Context: an optimization exercise on an open-source flow, tuned for small area, a short achievable clock period and few clock cycles. The choices shown serve that exercise and are no tape-out recipe.
No activity file was given, so power comes from the tool's default toggle rates.

## rev 12
// mxenc
module mxenc (
    input  wire         clk,
    input  wire         rst,           
    input  wire         in_valid,
    output wire         in_ready,
    input  wire [31:0]  in_data,       
    input  wire [3:0]   in_fmt,        
    input  wire [3:0]   in_ctl,        
    output reg          out_valid,
    input  wire         out_ready,
    output reg  [7:0]   out_scale,
    output wire [255:0] out_data,
    output reg  [3:0]   out_flags,     
    output reg          out_err        
);
For scale: about 2000 cells after synthesis, roughly 870 flip-flops, ~320 I/O pins.
Settings: LEC_CHECK=0, CAP_MARGIN=20, CORE_MARGIN=2, CORE_UTILIZATION=55, CTS_BUF_LIST=sky130_fd_sc_hd__clkbuf_8, CTS_CLUSTER_DIAMETER=55, CTS_CLUSTER_SIZE=18, PLACE_DENSITY=0.65, SLEW_MARGIN=20, SYNTH_HIERARCHICAL=0; clock period 24.0 ns.
standard.sh (not shown) runs the stock make flow with config.mk's settings and CLKGATE_MAP_FILE= SYNTH_SCRIPT=/design/flow/synth_recipe.tcl, a recipe that flattens the netlist after the stock synthesis.
==> flow/flow/run.sh <==
#!/bin/bash
# The standard layout, with the port buffers built from plain buffers
# (buf_2) instead of the cell buffer_ports picks by itself.
set -euo pipefail
export BUFFER_PORTS_ARGS="-buffer_cell sky130_fd_sc_hd__buf_2"
bash standard.sh > standard.log 2>&1
In summary, rev 12 completed successfully, with a layout that passed the timing, DRC and antenna checks.
Input changes introduced in rev 13 (baseline for comparison: rev 12):
--- a/flow/design.v
+++ b/flow/design.v
@@ -89,20 +89,20 @@
             3'd2: begin maxcode = 7'h1F; wm1 = 3'd5; end
             3'd3: begin maxcode = 7'h1F; wm1 = 3'd5; end
             3'd4: begin maxcode = 7'h07; wm1 = 3'd3; end
             default: begin maxcode = 7'h7F; wm1 = 3'd7; is_int = 1'b1; end
         endcase
     end
     wire       inc  = !rtz && g && (st || pre[0]);
-    wire       neg  = is_int && s;
-    wire [7:0] v    = (pre ^ {8{neg}}) + {7'b0, inc ^ neg};
-    wire       ovf  = ({1'b0, pre} > {2'b0, maxcode}) || (pre == {1'b0, maxcode} && inc);
-    wire       zr   = (pre == 8'd0) && !inc;
+    wire [7:0] cm   = pre + {7'b0, inc};
+    wire       ovf  = cm > {1'b0, maxcode};
+    wire       zr   = (cm == 8'd0);
     wire [7:0] sgn = {7'b0, s} << wm1;
     wire [7:0] sat = is_int ? (s ? 8'h81 : 8'h7F) : (sgn | {1'b0, maxcode});
+    wire [7:0] int_code = s ? (8'd0 - cm) : cm;
     always @(*) begin
         code = 8'h00;
         f_of = 1'b0;
         f_uf = 1'b0;
         f_nx = 1'b0;
         case (cls)
             3'd4: begin
@@ -128,15 +128,15 @@
                     if (nan_inf && !rtz)
                         code = (fsel == 3'd0) ? (sgn | 8'h7F) : (sgn | 8'h7C);
                     else
                         code = sat;
                 end else begin
                     f_nx = g || st;
                     f_uf = zr;
-                    code = is_int ? v : (sgn | v);
+                    code = is_int ? int_code : (sgn | cm);
                 end
             end
         endcase
     end
 endmodule
 module mxenc (
     input  wire         clk,
@@ -169,15 +169,15 @@
         if (in_ctl > 4'd3) in_cfg[5] = 1'b1;
         if (in_ctl[0] && !(in_fmt == 4'h4 || in_fmt == 4'h5)) in_cfg[5] = 1'b1;
         in_cfg[4] = in_ctl[1];
         in_cfg[3] = in_ctl[0];
     end
     reg         in_ready_r;
     assign in_ready = in_ready_r;
-    wire in_fire = in_valid && in_ready_r;
+    wire in_fire = in_valid && in_ready_r && !rst;
     reg [31:0] i0_d;
     reg [5:0]  i0_cfg;
     reg        i0_v;
     reg [4:0]  nsh;                 
     wire       i0_un = (i0_d[30:23] == 8'd0) && (i0_d[22:0] != 23'd0) && !i0_d[22];
     always @(posedge clk) begin
         if (in_fire) begin
--- outcome ---
- Compared rev 13 vs rev 12, and setup slack is down in rev 13.
- Against rev 12, rev 13 comes in about 4.3% lower on power dissipated in combinational cells.
- In the flow results for rev 13 and rev 12, the number of buffers and inverters on the critical path is larger on rev 13.
- Rev 12: flow completed, timing, DRC and antenna clean
- Rev 13 closes out successfully: all stages finished, all timing, DRC and antenna checks passed.
- Re part of the total power dissipated in the clock network: rev 13 and rev 12 aren't equal, and the higher value belongs to rev 12.
- Changes observed in rev 13 relative to rev 12: proportion of cell area occupied by multi-input gates higher, synthesized instance count higher.
- Pin count of the biggest net entering global routing (higher): rev 12
- Via count (lower): rev 12
- Rev 13 against rev 12: number of global-route vias before repair down 0.68%, met2 usage down 1.0 points, sum of internal, switching and leakage power down 1.5%.
No functional check of the RTL was part of any run of this note.

re-timing with driven ports:
No port has a modelled driver above. Below, the same layouts with a new extraction and two added sets of constraints. Step 1: set_driving_cell puts a clkbuf_16 on clk and a buf_2 on each other input, an assumption about the parent block. Step 2 times the ports against the registers' clock, not the clock port: input delays grow and output delays shrink by t, the midpoint of the rising clock arrivals with the driver on. a / b / c = ideal / step 1 / step 2; a / b = the first two.
| run | shift t [ns] | setup slack, ns | hold WS [ns] | worst slew at a driven data input, ns | pins driven straight from the clock port |
|---|---|---|---|---|---|
| rev 12 | 0.744 | 17.833 / 17.781 / 17.362 | 0.308 / 0.308 / 0.308 | 0.08 | 1 |
| rev 13 | 0.766 | 17.519 / 17.534 / 16.767 | 0.292 / 0.292 / 0.292 | 0.08 | 1 |
After both steps every run listed still meets setup and hold. For rev 13, which loses most, drivers alone change the setup slack by +0.015 ns; drivers and shift together by -0.752 ns.
